This is an optimization exercise on Yosys and OpenROAD, whose aim is small area, a short achievable clock period and few clock cycles per item, not a production implementation.
The RTL was checked by simulation tests, not by an equivalence proof against the original design.

==> run B: inputs <==
==> flow/design.v <==
module aes_sbox_top (
    input  wire [7:0]  in,
    output wire [21:0] mid
);
    wire U0 = in[7], U1 = in[6], U2 = in[5], U3 = in[4];
    wire U4 = in[3], U5 = in[2], U6 = in[1], U7 = in[0];
    wire T1  = U0 ^ U3,   T2  = U0 ^ U5,   T3  = U0 ^ U6,   T4  = U3 ^ U5;
    wire T5  = U4 ^ U6,   T6  = T1 ^ T5,   T7  = U1 ^ U2,   T8  = U7 ^ T6;
    wire T9  = U7 ^ T7,   T10 = T6 ^ T7,   T11 = U1 ^ U5,   T12 = U2 ^ U5;
    wire T13 = T3 ^ T4,   T14 = T6 ^ T11,  T15 = T5 ^ T11,  T16 = T5 ^ T12;
    wire T17 = T9 ^ T16,  T18 = U3 ^ U7,   T19 = T7 ^ T18,  T20 = T1 ^ T19;
    wire T21 = U6 ^ U7,   T22 = T7 ^ T21,  T23 = T2 ^ T22,  T24 = T2 ^ T10;
    wire T25 = T20 ^ T17, T26 = T3 ^ T16,  T27 = T1 ^ T12;
    wire M1  = T13 & T6,  M2  = T23 & T8,  M3  = T14 ^ M1,  M4  = T19 & U7;
    wire M5  = M4 ^ M1,   M6  = T3 & T16,  M7  = T22 & T9,  M8  = T26 ^ M6;
    wire M9  = T20 & T17, M10 = M9 ^ M6,   M11 = T1 & T15,  M12 = T4 & T27;
    wire M13 = M12 ^ M11, M14 = T2 & T10,  M15 = M14 ^ M11, M16 = M3 ^ M2;
    wire M17 = M5 ^ T24,  M18 = M8 ^ M7,   M19 = M10 ^ M15, M20 = M16 ^ M13;
    wire M21 = M17 ^ M15, M22 = M18 ^ M13, M23 = M19 ^ T25, M24 = M22 ^ M23;
    wire M25 = M22 & M20, M26 = M21 ^ M25, M27 = M20 ^ M21, M28 = M23 ^ M25;
    wire M29 = M28 & M27, M30 = M26 & M24, M31 = M20 & M23, M32 = M27 & M31;
    wire M33 = M27 ^ M25, M34 = M21 & M22, M35 = M24 & M34, M36 = M24 ^ M25;
    wire M37 = M21 ^ M29, M38 = M32 ^ M33, M39 = M23 ^ M30, M40 = M35 ^ M36;
    assign mid = {M37, M38, M39, M40,
                  T1, T2, T3, T4, T6, T8, T9, T10, T13,
                  T15, T16, T17, T19, T20, T22, T23, T27, U7};
endmodule
module aes_sbox_bot (
    input  wire [21:0] mid,
    output wire [7:0]  out
);
    wire M37 = mid[21], M38 = mid[20], M39 = mid[19], M40 = mid[18];
    wire T1  = mid[17], T2  = mid[16], T3  = mid[15], T4  = mid[14];
    wire T6  = mid[13], T8  = mid[12], T9  = mid[11], T10 = mid[10];
    wire T13 = mid[9],  T15 = mid[8],  T16 = mid[7],  T17 = mid[6];
    wire T19 = mid[5],  T20 = mid[4],  T22 = mid[3],  T23 = mid[2];
    wire T27 = mid[1],  U7  = mid[0];
    wire M41 = M38 ^ M40, M42 = M37 ^ M39, M43 = M37 ^ M38, M44 = M39 ^ M40;
    wire M45 = M42 ^ M41;
    wire M46 = M44 & T6,  M47 = M40 & T8,  M48 = M39 & U7,  M49 = M43 & T16;
    wire M50 = M38 & T9,  M51 = M37 & T17, M52 = M42 & T15, M53 = M45 & T27;
    wire M54 = M41 & T10, M55 = M44 & T13, M56 = M40 & T23, M57 = M39 & T19;
    wire M58 = M43 & T3,  M59 = M38 & T22, M60 = M37 & T20, M61 = M42 & T1;
    wire M62 = M45 & T4,  M63 = M41 & T2;
    wire L0  = M61 ^ M62, L1  = M50 ^ M56, L2  = M46 ^ M48, L3  = M47 ^ M55;
    wire L4  = M54 ^ M58, L5  = M49 ^ M61, L6  = M62 ^ L5,  L7  = M46 ^ L3;
    wire L8  = M51 ^ M59, L9  = M52 ^ M53, L10 = M53 ^ L4,  L11 = M60 ^ L2;
    wire L12 = M48 ^ M51, L13 = M50 ^ L0,  L14 = M52 ^ M61, L15 = M55 ^ L1;
    wire L16 = M56 ^ L0,  L17 = M57 ^ L1,  L18 = M58 ^ L8,  L19 = M63 ^ L4;
    wire L20 = L0 ^ L1,   L21 = L1 ^ L7,   L22 = L3 ^ L12,  L23 = L18 ^ L2;
    wire L24 = L15 ^ L9,  L25 = L6 ^ L10,  L26 = L7 ^ L9,   L27 = L8 ^ L10;
    wire L28 = L11 ^ L14, L29 = L11 ^ L17;
    assign out[7] = L6 ^ L24;
    assign out[6] = ~(L16 ^ L26);
    assign out[5] = ~(L19 ^ L28);
    assign out[4] = L6 ^ L21;
    assign out[3] = L20 ^ L22;
    assign out[2] = L25 ^ L29;
    assign out[1] = ~(L13 ^ L27);
    assign out[0] = ~(L6 ^ L23);
endmodule
module aes_sbox (
    input  wire [7:0] in,
    output wire [7:0] out
);
    wire [21:0] mid;
    aes_sbox_top u_top (.in(in), .mid(mid));
    aes_sbox_bot u_bot (.mid(mid), .out(out));
endmodule
module aes256_core (
    input  wire         clk,
    input  wire         rst,         
    input  wire         start,
    input  wire [255:0] key,
    input  wire [127:0] block_in,
    output wire         ready,
    output reg          done,
    output wire [127:0] block_out
);
    genvar i;
    reg         a_v;             
    reg  [3:0]  a_r;             
    reg [127:0] a_x;             
    reg [127:0] a_k0;            
    reg [127:0] a_k1;            
    reg         b_v;
    reg  [3:0]  b_r;
    reg [351:0] b_m;             
    reg [127:0] b_k0;            
    reg [127:0] b_k1;            
    reg  [87:0] b_km;            
    reg         rdy;             
    reg [127:0] out_q;
    assign ready     = rdy;
    assign block_out = out_q;
    wire [127:0] ark = a_x ^ a_k0;
    wire [351:0] a_m;
    wire  [87:0] a_km;
    generate
        for (i = 0; i < 16; i = i + 1) begin : g_sa
            aes_sbox_top u_top (
                .in  (ark[127 - 8*i -: 8]),
                .mid (a_m[351 - 22*i -: 22])
            );
        end
        for (i = 0; i < 4; i = i + 1) begin : g_ka
            aes_sbox_top u_top (
                .in  (a_k1[31 - 8*i -: 8]),
                .mid (a_km[87 - 22*i -: 22])
            );
        end
    endgenerate
    wire [127:0] sub_bytes;
    wire [127:0] shift_rows;
    wire [127:0] mix_columns;
    wire  [31:0] sub_word;
    generate
        for (i = 0; i < 16; i = i + 1) begin : g_sb
            aes_sbox_bot u_bot (
                .mid (b_m[351 - 22*i -: 22]),
                .out (sub_bytes[127 - 8*i -: 8])
            );
        end
        for (i = 0; i < 4; i = i + 1) begin : g_kb
            aes_sbox_bot u_bot (
                .mid (b_km[87 - 22*i -: 22]),
                .out (sub_word[31 - 8*i -: 8])
            );
        end
    endgenerate
    generate
        for (i = 0; i < 16; i = i + 1) begin : g_shift
            localparam integer R = i % 4;
            localparam integer C = i / 4;
            localparam integer SRC = 4 * ((C + R) % 4) + R;
            assign shift_rows[127 - 8*i -: 8] = sub_bytes[127 - 8*SRC -: 8];
        end
    endgenerate
    function [7:0] xtime(input [7:0] b);
        xtime = {b[6:0], 1'b0} ^ (b[7] ? 8'h1b : 8'h00);
    endfunction
    function [31:0] mix_column(input [31:0] col);
        reg [7:0] a0, a1, a2, a3;
        begin
            a0 = col[31:24];
            a1 = col[23:16];
            a2 = col[15:8];
            a3 = col[7:0];
            mix_column[31:24] = xtime(a0 ^ a1) ^ a1 ^ a2 ^ a3;
            mix_column[23:16] = xtime(a1 ^ a2) ^ a2 ^ a3 ^ a0;
            mix_column[15:8]  = xtime(a2 ^ a3) ^ a3 ^ a0 ^ a1;
            mix_column[7:0]   = xtime(a3 ^ a0) ^ a0 ^ a1 ^ a2;
        end
    endfunction
    generate
        for (i = 0; i < 4; i = i + 1) begin : g_mix
            assign mix_columns[127 - 32*i -: 32] = mix_column(shift_rows[127 - 32*i -: 32]);
        end
    endgenerate
    reg [7:0] rcon;
    always @(*) begin
        case (b_r[3:1])
            3'd0:    rcon = 8'h01;
            3'd1:    rcon = 8'h02;
            3'd2:    rcon = 8'h04;
            3'd3:    rcon = 8'h08;
            3'd4:    rcon = 8'h10;
            3'd5:    rcon = 8'h20;
            3'd6:    rcon = 8'h40;
            default: rcon = 8'h80;
        endcase
    end
    wire [31:0] temp = b_r[0] ? sub_word
                              : ({sub_word[23:0], sub_word[31:24]} ^ {rcon, 24'h0});
    wire [31:0] p0 = b_k0[127:96];
    wire [31:0] p1 = p0 ^ b_k0[95:64];
    wire [31:0] p2 = p1 ^ b_k0[63:32];
    wire [31:0] p3 = p2 ^ b_k0[31:0];
    wire [127:0] k_next = {p0 ^ temp, p1 ^ temp, p2 ^ temp, p3 ^ temp};
    wire b_last = (b_r == 4'd13);
    wire take   = !b_v || b_last;    
    always @(posedge clk) begin
        b_m  <= a_m;
        b_km <= a_km;
        b_k0 <= a_k0;
        b_k1 <= a_k1;
        b_r  <= a_r;
        if (take) begin
            a_x  <= block_in;
            a_k0 <= key[255:128];
            a_k1 <= key[127:0];
            a_r  <= 4'd0;
        end else begin
            a_x  <= mix_columns;
            a_k0 <= b_k1;
            a_k1 <= k_next;
            a_r  <= b_r + 4'd1;
        end
        out_q <= shift_rows ^ b_k1;
        if (rst) begin
            a_v  <= 1'b0;
            b_v  <= 1'b0;
            rdy  <= 1'b1;
            done <= 1'b0;
        end else begin
            a_v  <= take ? start : b_v;
            b_v  <= a_v;
            rdy  <= !a_v || (a_r == 4'd13);
            done <= b_v && b_last;
        end
    end
endmodule
==> flow/run.sh <==
#!/bin/bash
# synth_recipe.tcl (not shown) runs the flow's synth.tcl, then flattens the netlist and writes it again
# the make line also repeats each setting of config.mk as NAME=value (left out here)
make -C /OpenROAD-flow-scripts/flow DESIGN_CONFIG=/design/flow/config.mk WORK_HOME=/design/flow/orfs CLKGATE_MAP_FILE= SYNTH_SCRIPT=/design/flow/synth_recipe.tcl finish
==> flow/config.mk <==
export PLATFORM = sky130hd
export DESIGN_NAME = aes256_core
export DESIGN_NICKNAME = aes256_core
export VERILOG_FILES = /design/flow/design.v
export SDC_FILE = /design/flow/constraint.sdc
export NUM_CORES = 4
export LEC_CHECK = 0
export CAP_MARGIN = 40
export CELL_PAD_IN_SITES_DETAIL_PLACEMENT = 1
export CELL_PAD_IN_SITES_GLOBAL_PLACEMENT = 2
export CORE_MARGIN = 2
export CORE_UTILIZATION = 45
export PLACE_DENSITY = 0.6
export SETUP_SLACK_MARGIN = 5
export SLEW_MARGIN = 60
==> flow/constraint.sdc <==
create_clock -name core_clock -period 10.0 [get_ports {clk}]
set_input_delay 2.0000 -clock core_clock [delete_from_list [all_inputs] [get_ports {clk}]]
set_output_delay 2.0000 -clock core_clock [all_outputs]
set_load 0.01 [all_outputs]
==> run Y: changes against run B <==
==> flow/flow/run.sh (new file) <==
#!/bin/bash
set -euo pipefail
bash standard.sh synth floorplan > flow_synth_floorplan.log 2>&1
bash standard.sh SETUP_SLACK_MARGIN=6.5 finish > flow_place_route.log 2>&1
==> flow/standard.sh (new file) <==
#!/bin/bash
# synth_recipe.tcl (not shown) runs the flow's synth.tcl, then flattens the netlist and writes it again
# the make line also repeats each setting of config.mk as NAME=value (left out here)
make -C /OpenROAD-flow-scripts/flow DESIGN_CONFIG=/design/flow/config.mk WORK_HOME=/design/flow/orfs CLKGATE_MAP_FILE= SYNTH_SCRIPT=/design/flow/synth_recipe.tcl "${@:-finish}"
==> flow/config.mk (replaced) <==
export PLATFORM = sky130hd
export DESIGN_NAME = aes256_core
export DESIGN_NICKNAME = aes256_core
export VERILOG_FILES = /design/flow/design.v
export SDC_FILE = /design/flow/constraint.sdc
export NUM_CORES = 4
export LEC_CHECK = 0
export ABC_AREA = 1
export CAP_MARGIN = 40
export CELL_PAD_IN_SITES_DETAIL_PLACEMENT = 1
export CELL_PAD_IN_SITES_GLOBAL_PLACEMENT = 2
export CORE_MARGIN = 2
export CORE_UTILIZATION = 55
export PLACE_DENSITY = 0.7
export SLEW_MARGIN = 60
removed: flow/run.sh
==> run X: changes against run B <==
==> flow/flow/run.sh (new file) <==
#!/bin/bash
set -euo pipefail
bash standard.sh synth floorplan > flow_synth_floorplan.log 2>&1
bash standard.sh SETUP_SLACK_MARGIN=6.5 "BUFFER_PORTS_ARGS=-buffer_cell sky130_fd_sc_hd__buf_1" finish > flow_place_route.log 2>&1
==> flow/standard.sh (new file) <==
#!/bin/bash
# synth_recipe.tcl (not shown) runs the flow's synth.tcl, then flattens the netlist and writes it again
# the make line also repeats each setting of config.mk as NAME=value (left out here)
make -C /OpenROAD-flow-scripts/flow DESIGN_CONFIG=/design/flow/config.mk WORK_HOME=/design/flow/orfs CLKGATE_MAP_FILE= SYNTH_SCRIPT=/design/flow/synth_recipe.tcl "${@:-finish}"
==> flow/config.mk (replaced) <==
export PLATFORM = sky130hd
export DESIGN_NAME = aes256_core
export DESIGN_NICKNAME = aes256_core
export VERILOG_FILES = /design/flow/design.v
export SDC_FILE = /design/flow/constraint.sdc
export NUM_CORES = 4
export LEC_CHECK = 0
export ABC_AREA = 1
export CAP_MARGIN = 40
export CELL_PAD_IN_SITES_DETAIL_PLACEMENT = 0
export CELL_PAD_IN_SITES_GLOBAL_PLACEMENT = 0
export CORE_MARGIN = 2
export CORE_UTILIZATION = 60
export CTS_BUF_LIST = sky130_fd_sc_hd__clkbuf_8
export PLACE_DENSITY = 0.72
export SLEW_MARGIN = 60
removed: flow/run.sh
==> run notes <==
In run X the utilization is higher than in run B, by 12 points.
Of run B and run Y, run Y has the higher synthesized area (gap 9.9%, measured against run Y).
Of run X and run B, run B has the higher die area (gap about 17%, measured against run B).
Run X went through all stages and came out clean. Run B finished with timing, DRC and antenna clean. Run Y aborted during global placement without I/O with GPL-0301.
In run B the clock skew is lower than in run X, by 25 ps.
In run B the maximum frequency is smaller than in run X, by 17%.
==> figures <==
                                                                                            run Y                    run X                    run B
Run status                                                                         did not finish  complete, no violations  complete, no violations
Last stage reached                                                   global placement without I/O                        -                        -
Clock Network Area Fraction                                                                     -                   0.0573                   0.0616
Xor and xnor area share after synthesis                                                     0.181                    0.181                    0.349
Detailed-route vias per instance                                                                -                     5.43                     5.24
Met3 wirelength from detailed routing                                                           -                  28.8 mm                  11.8 mm
Portion of netlist area occupied by mux cells                                                   0                        0                   0.0374
Worst hold-check slack                                                                          -                   305 ps                   321 ps
Number of I/O port buffers                                                                      -                      516                      516
Highest Signal Layer                                                                            -                     met5                     met5
Flip-flop count of the largest register, all copies and words added                             -                      352                      352
Hold Path Origin                                                                                -                a_k1[120]                a_k1[127]
Worst slew pin tran                                                                             -                   695 ps                   699 ps
Core utilization of the finished layout                                                         -                    0.679                    0.554
Testbench counts of run B, summed over its fixed seeds: cycles 44,816, items 3,200.
Testbench counts of run Y, summed over its fixed seeds: cycles 44,816, items 3,200.
Testbench counts of run X, summed over its fixed seeds: cycles 44,816, items 3,200.

-- afterwards: timing with drivers on the ports --
How much do the figures lean on ideal ports? The routed layouts below were timed once more, with nothing changed but the port constraints. Step 1: set_driving_cell puts a clkbuf_16 on clk and a buf_2 on each other input, an assumption about the parent block. Step 2 adds t to the input delays and takes it off the output delays; t is the mean of the earliest and latest rising clock arrival at the registers after step 1. Input paths then give back, and output paths get back, about the clock's delay inside the block. a / b / c = no drivers / after step 1 / after step 2; a / b = the first two.
run	t, ns	slack for setup (ns)	worst setup path at the end	worst slew at a driven data input, ns
run B	0.863	5.830 / 5.830 / 5.830	register to register	0.15
run X	1.011	6.548 / 6.465 / 6.622	register to register	0.12
After both steps every run listed still meets setup and hold.
